This design comes from an exercise in tuning for small area, a short achievable clock period and few clock cycles on the open sky130 flow, not from production work. Where RTL was checked, it was by simulation tests only, not by an equivalence proof against the original.

==> inputs of job 1308 <==
==> flow/design.v <==
module hyb_encoder (
    input  wire        clk,
    input  wire        rst,
    input  wire [19:0] cfg_knee0,        
    input  wire [19:0] cfg_knee1,        
    input  wire [19:0] cfg_knee2,        
    input  wire [2:0]  cfg_log2_s,       
    input  wire [25:0] cfg_period_ns,    
    input  wire [4:0]  cfg_width,        
    input  wire        cfg_dither_en,    
    input  wire        cfg_colour_rot,   
    input  wire [1:0]  cfg_fc,           
    input  wire        in_valid,
    output reg         in_ready,
    input  wire [19:0] in_p,
    input  wire [3:0]  in_trim,          
    input  wire [1:0]  in_colour,
    input  wire        in_x0,            
    input  wire        in_y0,            
    output reg         out_valid,
    output reg  [7:0]  out_a,
    output reg  [16:0] out_h,
    output reg  [9:0]  lad_addr,         
    input  wire [19:0] lad_rdata
);
    localparam [2:0] S_IDLE   = 3'd0,    
                     S_SEARCH = 3'd1,    
                     S_DEC    = 3'd2,    
                     S_FETCH  = 3'd3,    
                     S_WAIT   = 3'd4,    
                     S_ZERO   = 3'd5;    
    wire [2:0] k_req = (cfg_log2_s == 3'd7) ? 3'd6 : cfg_log2_s;
    reg  [2:0] k_use;
    integer jx;
    always @(*) begin
        k_use = 3'd0;
        for (jx = 1; jx <= 6; jx = jx + 1)
            if (jx <= k_req && {6'd0, cfg_period_ns} >= (32'd130208 << jx))
                k_use = jx[2:0];
    end
    reg [2:0] k_r;
    reg [4:0] width_r;
    reg [1:0] fc_r;
    reg       rot_r, dith_r;
    always @(posedge clk) begin
        k_r     <= k_use;
        width_r <= (cfg_width > 5'd16) ? 5'd16 : cfg_width;
        fc_r    <= cfg_fc;
        rot_r   <= cfg_colour_rot;
        dith_r  <= cfg_dither_en;
    end
    reg [2:0]  st;
    reg        fetch_r;       
    reg        fast_r;        
    reg [4:0]  s;             
    reg [19:0] p_r;
    reg [17:0] k_r2;          
    reg [3:0]  trim_r;
    reg [1:0]  col_r;
    reg        x0_r, y0_r;
    reg [7:0]  mp;            
    reg [7:0]  mk;            
    reg [19:0] lpa;           
    reg        lv;
    reg [7:0]  a_r;
    reg        zero_r;
    reg [3:0]  d_r;           
    reg [19:0] kc_raw;
    always @(*) begin
        case (in_colour)
            2'd0:    kc_raw = cfg_knee0;
            2'd1:    kc_raw = cfg_knee1;
            default: kc_raw = cfg_knee2;
        endcase
    end
    wire [17:0] kc_in = (kc_raw < 20'h01000) ? 18'h01000 :
                        (kc_raw > 20'h30000) ? 18'h30000 : kc_raw[17:0];
    wire        bneg0 = trim_r[1];
    wire        bone0 = trim_r[0];
    wire        btwo0 = trim_r[1] & ~trim_r[0];
    wire        bneg1 = trim_r[3] & ~(trim_r[2] & trim_r[1]);
    wire        bone1 = trim_r[2] ^ trim_r[1];
    wire        btwo1 = (trim_r[3] & ~trim_r[2] & ~trim_r[1]) | (~trim_r[3] & trim_r[2] & trim_r[1]);
    wire [19:0] bm0   = ({20{bone0}} & {2'b0, k_r2}) | ({20{btwo0}} & {1'b0, k_r2, 1'b0});
    wire [19:0] bm1   = ({20{bone1}} & {2'b0, k_r2}) | ({20{btwo1}} & {1'b0, k_r2, 1'b0});
    wire [22:0] kx    = {k_r2, 3'b0, bneg0 & bneg1, bneg0 ^ bneg1};
    wire [22:0] ky    = bneg0 ? ~{3'b0, bm0} : {3'b0, bm0};
    wire [22:0] kz    = bneg1 ? ~{1'b0, bm1, 2'b0} : {1'b0, bm1, 2'b0};
    wire [22:0] ks    = kx ^ ky ^ kz;
    wire [22:0] kcy   = {(kx[21:0] & ky[21:0]) | (kx[21:0] & kz[21:0]) | (ky[21:0] & kz[21:0]), 1'b0};
    wire [5:0]  klow  = {1'b0, ks[4:0]} + {1'b0, kcy[4:0]};
    wire [17:0] k_add = k_r2 + lpa[17:0] + {17'd0, lpa[18]};
    reg [1:0] m_dith;
    always @(*) begin
        case ({y0_r, x0_r})
            2'b00:   m_dith = 2'd0;
            2'b01:   m_dith = 2'd2;
            2'b10:   m_dith = 2'd3;
            default: m_dith = 2'd1;
        endcase
    end
    wire [1:0] cr    = rot_r ? col_r : 2'd0;
    wire [1:0] phi   = dith_r ? (m_dith + fc_r + cr) : 2'd0;
    wire [6:0] wphi  = width_r * phi;
    wire [3:0] d_w   = wphi[5:2];                           
    wire [1:0] c_w   = dith_r ? phi : 2'd2;                 
    wire        s_p   = s[0];                     
    wire [4:0]  s_m1  = s - 5'd1;
    wire [2:0]  bidx  = 3'd7 - s_m1[3:1];         
    wire [7:0]  bit_b = 8'd1 << bidx;
    wire [7:0]  mask1 = ((8'd1 << bidx) - 8'd1) >> 1;       
    wire [7:0]  m_cur = s_p ? mp : mk;
    wire [19:0] key   = s_p ? p_r : {2'b0, k_r2};
    wire        lt    = lad_rdata < key;
    wire [7:0]  m_lt  = m_cur | bit_b;
    wire [7:0]  nx0   = m_cur | mask1;
    wire [7:0]  nx1   = m_cur | bit_b | mask1;
    wire [8:0]  f0s   = {1'b0, mk} + {5'd0, d_r};
    wire [8:0]  f1s   = {1'b0, mk | 8'd1} + {5'd0, d_r};
    wire [7:0]  f0    = f0s[8] ? 8'd255 : f0s[7:0];
    wire [7:0]  f1    = f1s[8] ? 8'd255 : f1s[7:0];
    reg  [7:0]  f0_r, f1_r;
    wire        g0    = f0_r > mp;                
    wire        g1    = f1_r > mp;
    wire [7:0]  a0    = g0 ? f0_r : mp;
    wire [7:0]  a1    = g1 ? f1_r : mp;
    wire        fetch0 = g0 || !lv;
    wire        fetch1 = g1 || !lv;
    wire        h10   = (f0 > (mp | 8'd1)) || !lv;
    wire        h11   = (f1 > (mp | 8'd1)) || !lv;
    wire        fast0 = !(f0 > mp) && !(f1 > mp);    
    wire        fast1 = !h10 && !h11;
    reg         dv_busy;
    reg         dv_init;
    reg  [4:0]  dv_cnt;
    reg  [19:0] dv_rem;
    reg  [19:0] dv_l;
    reg  [19:0] dv_q;
    reg  [7:0]  dv_a;
    reg  [1:0]  dv_c;
    reg  [1:0]  c_r;
    wire [21:0] sub  = {1'b0, dv_rem, 1'b0} - {2'b0, dv_l};
    wire        qb   = !sub[21];
    wire        last = dv_busy && (dv_cnt == 5'd1);
    wire        dfree = !dv_busy || last;        
    wire        hand_f  = (st == S_SEARCH) && (s == 5'd16) && fast_r;
    wire        hand    = (st == S_ZERO) || (st == S_DEC && !fetch_r) ||
                          (st == S_FETCH) || (st == S_WAIT) || hand_f;
    wire        handoff = hand && dfree;
    reg         zp;
    wire        zskip   = (st == S_ZERO) && !dfree && !zp;
    wire        accept  = in_ready && in_valid;
    reg [2:0] st_n;
    always @(*) begin
        st_n = st;
        case (st)
            S_SEARCH: if (s == 5'd16) st_n = fast_r ? (handoff ? S_IDLE : S_WAIT) : S_DEC;
            S_DEC:    st_n = fetch_r ? S_FETCH : (handoff ? S_IDLE : S_WAIT);
            S_FETCH, S_WAIT: if (handoff) st_n = S_IDLE; else st_n = S_WAIT;
            S_ZERO:   st_n = (handoff || zskip) ? S_IDLE : S_WAIT;
            default: ;
        endcase
        if (accept) st_n = (in_p == 20'd0) ? S_ZERO : S_SEARCH;
    end
    wire fetch_n = (st == S_SEARCH && s == 5'd16) ? (lt ? fetch1 : fetch0) : fetch_r;
    wire fast_n  = (st == S_SEARCH && s == 5'd15) ? (lt ? fast1 : fast0) : fast_r;
    wire busy_n  = handoff || (dv_busy && !last);
    wire cnt1_n  = handoff ? 1'b0 : (dv_cnt == 5'd2);
    wire free_n  = !busy_n || cnt1_n;
    wire [19:0] o_sum = dv_q + {17'd0, c_o, 1'b1};
    reg  [1:0]  c_o;
    reg  [7:0]  a_o;
    reg         last_q, zq;
    reg [7:0] la0, la1;
    always @(*) begin
        la0 = lad_addr[7:0];
        la1 = lad_addr[7:0];
        if (st == S_SEARCH) begin
            if (s == 5'd0) begin
                la0 = 8'd127;                     
                la1 = 8'd127;
            end else if (s <= 5'd14) begin
                la0 = nx0;
                la1 = nx1;
            end else if (s == 5'd16) begin
                la0 = a0;                         
                la1 = a1;
            end
        end
        if (accept) begin
            la0 = 8'd127;                         
            la1 = 8'd127;
        end
    end
    always @(posedge clk) begin
        lad_addr <= {accept ? in_colour : col_r, lt ? la1 : la0};
        st <= st_n;
        fetch_r <= fetch_n;
        fast_r  <= fast_n;
        f0_r    <= f0;
        f1_r    <= f1;
        in_ready <= (st_n == S_IDLE) || (st_n == S_ZERO && !zp) ||
                    (free_n && ((st_n == S_DEC && !fetch_n) || st_n == S_FETCH ||
                                st_n == S_WAIT || (st_n == S_ZERO && !zp) ||
                                (st_n == S_SEARCH && s == 5'd15 && fast_n)));
        s <= s + 5'd1;
        if (st == S_SEARCH) begin
            if (s == 5'd0) begin
                k_r2     <= ks[22:5];
                lpa      <= {1'b0, klow[5], kcy[22:5]};
                c_r      <= c_w;
                d_r      <= d_w;
            end else begin
                if (s == 5'd1)
                    k_r2 <= k_add;
                if (s_p) begin
                    if (lt) mp <= m_lt;
                    else begin
                        lpa <= lad_rdata;
                        lv  <= 1'b1;
                    end
                end else begin
                    if (lt) mk <= m_lt;
                end
                if (s == 5'd16) begin
                    a_r      <= lt ? a1 : a0;
                end
            end
        end
        if (st == S_FETCH)
            lpa <= lad_rdata;
        if (accept) begin
            s        <= 5'd0;
            p_r      <= in_p;
            zero_r   <= (in_p == 20'd0);
            k_r2     <= kc_in;
            trim_r   <= in_trim;
            col_r    <= in_colour;
            x0_r     <= in_x0;
            y0_r     <= in_y0;
            mp       <= 8'd0;
            mk       <= 8'd0;
            lv       <= 1'b0;
        end
        if (dv_busy)
            dv_q <= {dv_init ? 19'd0 : dv_q[18:0], qb};
        if (handoff) begin
            dv_cnt  <= zero_r ? 5'd2 : (5'd13 + {2'd0, k_r});
            dv_init <= 1'b1;
            dv_rem  <= p_r;
            dv_l    <= zero_r ? 20'hFFFFF : (st == S_FETCH) ? lad_rdata : lpa;
            dv_a    <= zero_r ? 8'd0 : hand_f ? (lt ? a1 : a0) : a_r;
            dv_c    <= c_r;
        end else if (dv_busy) begin
            dv_cnt  <= dv_cnt - 5'd1;
            dv_init <= 1'b0;
            dv_rem  <= qb ? sub[19:0] : {dv_rem[18:0], 1'b0};
        end
        dv_busy <= busy_n;
        last_q <= last;
        if (last) begin
            a_o  <= dv_a;
            c_o  <= dv_c;
        end
        zq <= last_q && zp;
        if (zskip)
            zp <= 1'b1;
        else if (zq)
            zp <= 1'b0;
        out_valid <= last_q || zq;
        out_a     <= zq ? 8'd0 : a_o;
        out_h     <= zq ? 17'd0 : o_sum[19:3];
        if (rst) begin
            st        <= S_IDLE;
            dv_busy   <= 1'b0;
            last_q    <= 1'b0;
            zq        <= 1'b0;
            zp        <= 1'b0;
            out_valid <= 1'b0;
            in_ready  <= 1'b0;
        end
    end
endmodule
==> flow/flow/run.sh <==
#!/bin/bash
set -euo pipefail
export SETUP_SLACK_MARGIN=6.0
export BUFFER_PORTS_ARGS="-buffer_cell sky130_fd_sc_hd__buf_4"
bash standard.sh > flow_make.log 2>&1
==> flow/standard.sh <==
#!/bin/bash
# synth_recipe.tcl (not shown) runs the flow's synth.tcl, then flattens the netlist and writes it again
# the make line also repeats each setting of config.mk as NAME=value (left out here)
make -C /OpenROAD-flow-scripts/flow DESIGN_CONFIG=/design/flow/config.mk WORK_HOME=/design/flow/orfs CLKGATE_MAP_FILE= SYNTH_SCRIPT=/design/flow/synth_recipe.tcl "${@:-finish}"
==> flow/config.mk <==
export PLATFORM = sky130hd
export DESIGN_NAME = hyb_encoder
export DESIGN_NICKNAME = hyb_encoder
export VERILOG_FILES = /design/flow/design.v
export SDC_FILE = /design/flow/constraint.sdc
export NUM_CORES = 4
export LEC_CHECK = 0
export CAP_MARGIN = 20
export CORE_MARGIN = 2
export CORE_UTILIZATION = 40
export SLEW_MARGIN = 20
==> flow/constraint.sdc <==
create_clock -name core_clock -period 10.0 [get_ports {clk}]
set_input_delay 2.0000 -clock core_clock [delete_from_list [all_inputs] [get_ports {clk}]]
set_output_delay 2.0000 -clock core_clock [all_outputs]
set_load 0.01 [all_outputs]
==> job 7929: changes against job 1308 <==
--- a/flow/design.v
+++ b/flow/design.v
@@ -40,14 +40,5 @@
     end
     reg [2:0] k_r;
-    reg [4:0] width_r;
-    reg [1:0] fc_r;
-    reg       rot_r, dith_r;
-    always @(posedge clk) begin
-        k_r     <= k_use;
-        width_r <= (cfg_width > 5'd16) ? 5'd16 : cfg_width;
-        fc_r    <= cfg_fc;
-        rot_r   <= cfg_colour_rot;
-        dith_r  <= cfg_dither_en;
-    end
+    always @(posedge clk) k_r <= k_use;
     reg [2:0]  st;
     reg        fetch_r;       
@@ -58,10 +49,8 @@
     reg [3:0]  trim_r;
     reg [1:0]  col_r;
-    reg        x0_r, y0_r;
     reg [7:0]  mp;            
     reg [7:0]  mk;            
     reg [19:0] lpa;           
     reg        lv;
-    reg [7:0]  a_r;
     reg        zero_r;
     reg [3:0]  d_r;           
@@ -93,5 +82,5 @@
     reg [1:0] m_dith;
     always @(*) begin
-        case ({y0_r, x0_r})
+        case ({in_y0, in_x0})
             2'b00:   m_dith = 2'd0;
             2'b01:   m_dith = 2'd2;
@@ -100,9 +89,10 @@
         endcase
     end
-    wire [1:0] cr    = rot_r ? col_r : 2'd0;
-    wire [1:0] phi   = dith_r ? (m_dith + fc_r + cr) : 2'd0;
-    wire [6:0] wphi  = width_r * phi;
-    wire [3:0] d_w   = wphi[5:2];                           
-    wire [1:0] c_w   = dith_r ? phi : 2'd2;                 
+    wire [4:0] width = (cfg_width > 5'd16) ? 5'd16 : cfg_width;
+    wire [1:0] cr    = cfg_colour_rot ? in_colour : 2'd0;
+    wire [1:0] phi   = cfg_dither_en ? (m_dith + cfg_fc + cr) : 2'd0;
+    wire [6:0] wphi  = width * phi;
+    wire [3:0] d_in  = wphi[5:2];                           
+    wire [1:0] c_in  = cfg_dither_en ? phi : 2'd2;          
     wire        s_p   = s[0];                     
     wire [4:0]  s_m1  = s - 5'd1;
@@ -140,6 +130,13 @@
     reg  [1:0]  dv_c;
     reg  [1:0]  c_r;
-    wire [21:0] sub  = {1'b0, dv_rem, 1'b0} - {2'b0, dv_l};
-    wire        qb   = !sub[21];
+    reg         dv_fb;
+    wire [21:0] sub1 = {1'b0, dv_rem, dv_fb} - {2'b0, dv_l};
+    wire        qb1  = !sub1[21];
+    wire [19:0] r1   = qb1 ? sub1[19:0] : {dv_rem[18:0], dv_fb};
+    wire [21:0] sub2 = {1'b0, r1, 1'b0} - {2'b0, dv_l};
+    wire        qb2  = !sub2[21];
+    wire [19:0] r2   = qb2 ? sub2[19:0] : {r1[18:0], 1'b0};
+    wire        k_ev = !k_r[0];
+    wire [4:0]  c_cnt = (5'd14 + {2'd0, k_r}) >> 1;
     wire        last = dv_busy && (dv_cnt == 5'd1);
     wire        dfree = !dv_busy || last;        
@@ -209,6 +206,4 @@
                 k_r2     <= ks[22:5];
                 lpa      <= {1'b0, klow[5], kcy[22:5]};
-                c_r      <= c_w;
-                d_r      <= d_w;
             end else begin
                 if (s == 5'd1)
@@ -224,5 +219,5 @@
                 end
                 if (s == 5'd16) begin
-                    a_r      <= lt ? a1 : a0;
+                    mp       <= lt ? a1 : a0;       
                 end
             end
@@ -237,6 +232,6 @@
             trim_r   <= in_trim;
             col_r    <= in_colour;
-            x0_r     <= in_x0;
-            y0_r     <= in_y0;
+            d_r      <= d_in;
+            c_r      <= c_in;
             mp       <= 8'd0;
             mk       <= 8'd0;
@@ -244,16 +239,18 @@
         end
         if (dv_busy)
-            dv_q <= {dv_init ? 19'd0 : dv_q[18:0], qb};
+            dv_q <= {dv_init ? 18'd0 : dv_q[17:0], qb1, qb2};
         if (handoff) begin
-            dv_cnt  <= zero_r ? 5'd2 : (5'd13 + {2'd0, k_r});
+            dv_cnt  <= zero_r ? 5'd2 : c_cnt;
             dv_init <= 1'b1;
-            dv_rem  <= p_r;
+            dv_rem  <= k_ev ? (p_r >> 1) : p_r;
+            dv_fb   <= k_ev & p_r[0];
             dv_l    <= zero_r ? 20'hFFFFF : (st == S_FETCH) ? lad_rdata : lpa;
-            dv_a    <= zero_r ? 8'd0 : hand_f ? (lt ? a1 : a0) : a_r;
+            dv_a    <= zero_r ? 8'd0 : hand_f ? (lt ? a1 : a0) : mp;
             dv_c    <= c_r;
         end else if (dv_busy) begin
             dv_cnt  <= dv_cnt - 5'd1;
             dv_init <= 1'b0;
-            dv_rem  <= qb ? sub[19:0] : {dv_rem[18:0], 1'b0};
+            dv_rem  <= r2;
+            dv_fb   <= 1'b0;
         end
         dv_busy <= busy_n;
==> results.toml <==
[timing]
finalClockSkew_ps = 16.8
fin_crit_sh_pct = 40.1

[logic_synthesis]
synth_adder_area_share_pct = 11.8
yosys-top-cells-area = "edfxtp_1 (32%), dfxtp_1 (11%), ha_1 (8.9%)"
synth_cell_type_count = 77

[outcome]
status = "timing/DRC/antenna clean"

[pwr]
power_mw = 4.33

[global_routing]
grt_max_degree = 70
the above is filed under job 1308

==> results.toml <==
[outcome]
status = "timing/DRC/antenna clean"

[logic_synthesis]
synth_cell_type_count = 85
yosys-top-cells-area = "edfxtp_1 (29%), ha_1 (9.7%), dfxtp_1 (9.0%)"

[timing]
period_needed_ps = 4990
finalClockSkew_ps = 13.0
fin_crit_sh_pct = 49.9

[pwr]
leakage_nw = 8.71
power_mw = 4.41

[placed_design]
dpl.cell_count = 2527

[routing]
drc = 0

[min_path]
min_path_cells = 0
the above is filed under job 7929

Testbench counts of job 1308, summed over its fixed seeds: cycles 71,260.
No functional check of the RTL was part of job 7929.

## port drivers added, routing unchanged
The flow's constraints put no driver on any port. The routed layouts listed below were extracted and timed again, unchanged, in two steps. Step 1 sets driving cells, clkbuf_16 on the clock port and buf_2 on the other inputs (assumed; they add their load-dependent delay and slew). Step 2 moves the port delays by t, midway between the first and last clock arrival at a register: inputs arrive t later, outputs are due t later. That takes back most of the time a late clock gives input paths. Three values: ideal, step 1, step 2; two values: the first two.
run | shift t [ns] | setup WS [ns] | slew at the worst register clock pin (ns) | worst data-port slew with drivers (ns)
job 1308 | 0.625 | 5.990 / 6.001 / 5.376 | 0.07 / 0.07 | 0.09
job 7929 | 0.617 | 5.009 / 5.009 / 5.009 | 0.06 / 0.06 | 0.07
After both steps every run listed still meets setup and hold. The setup slack of job 1308, which loses most, moves by +0.011 ns with the drivers and by -0.614 ns with both steps.
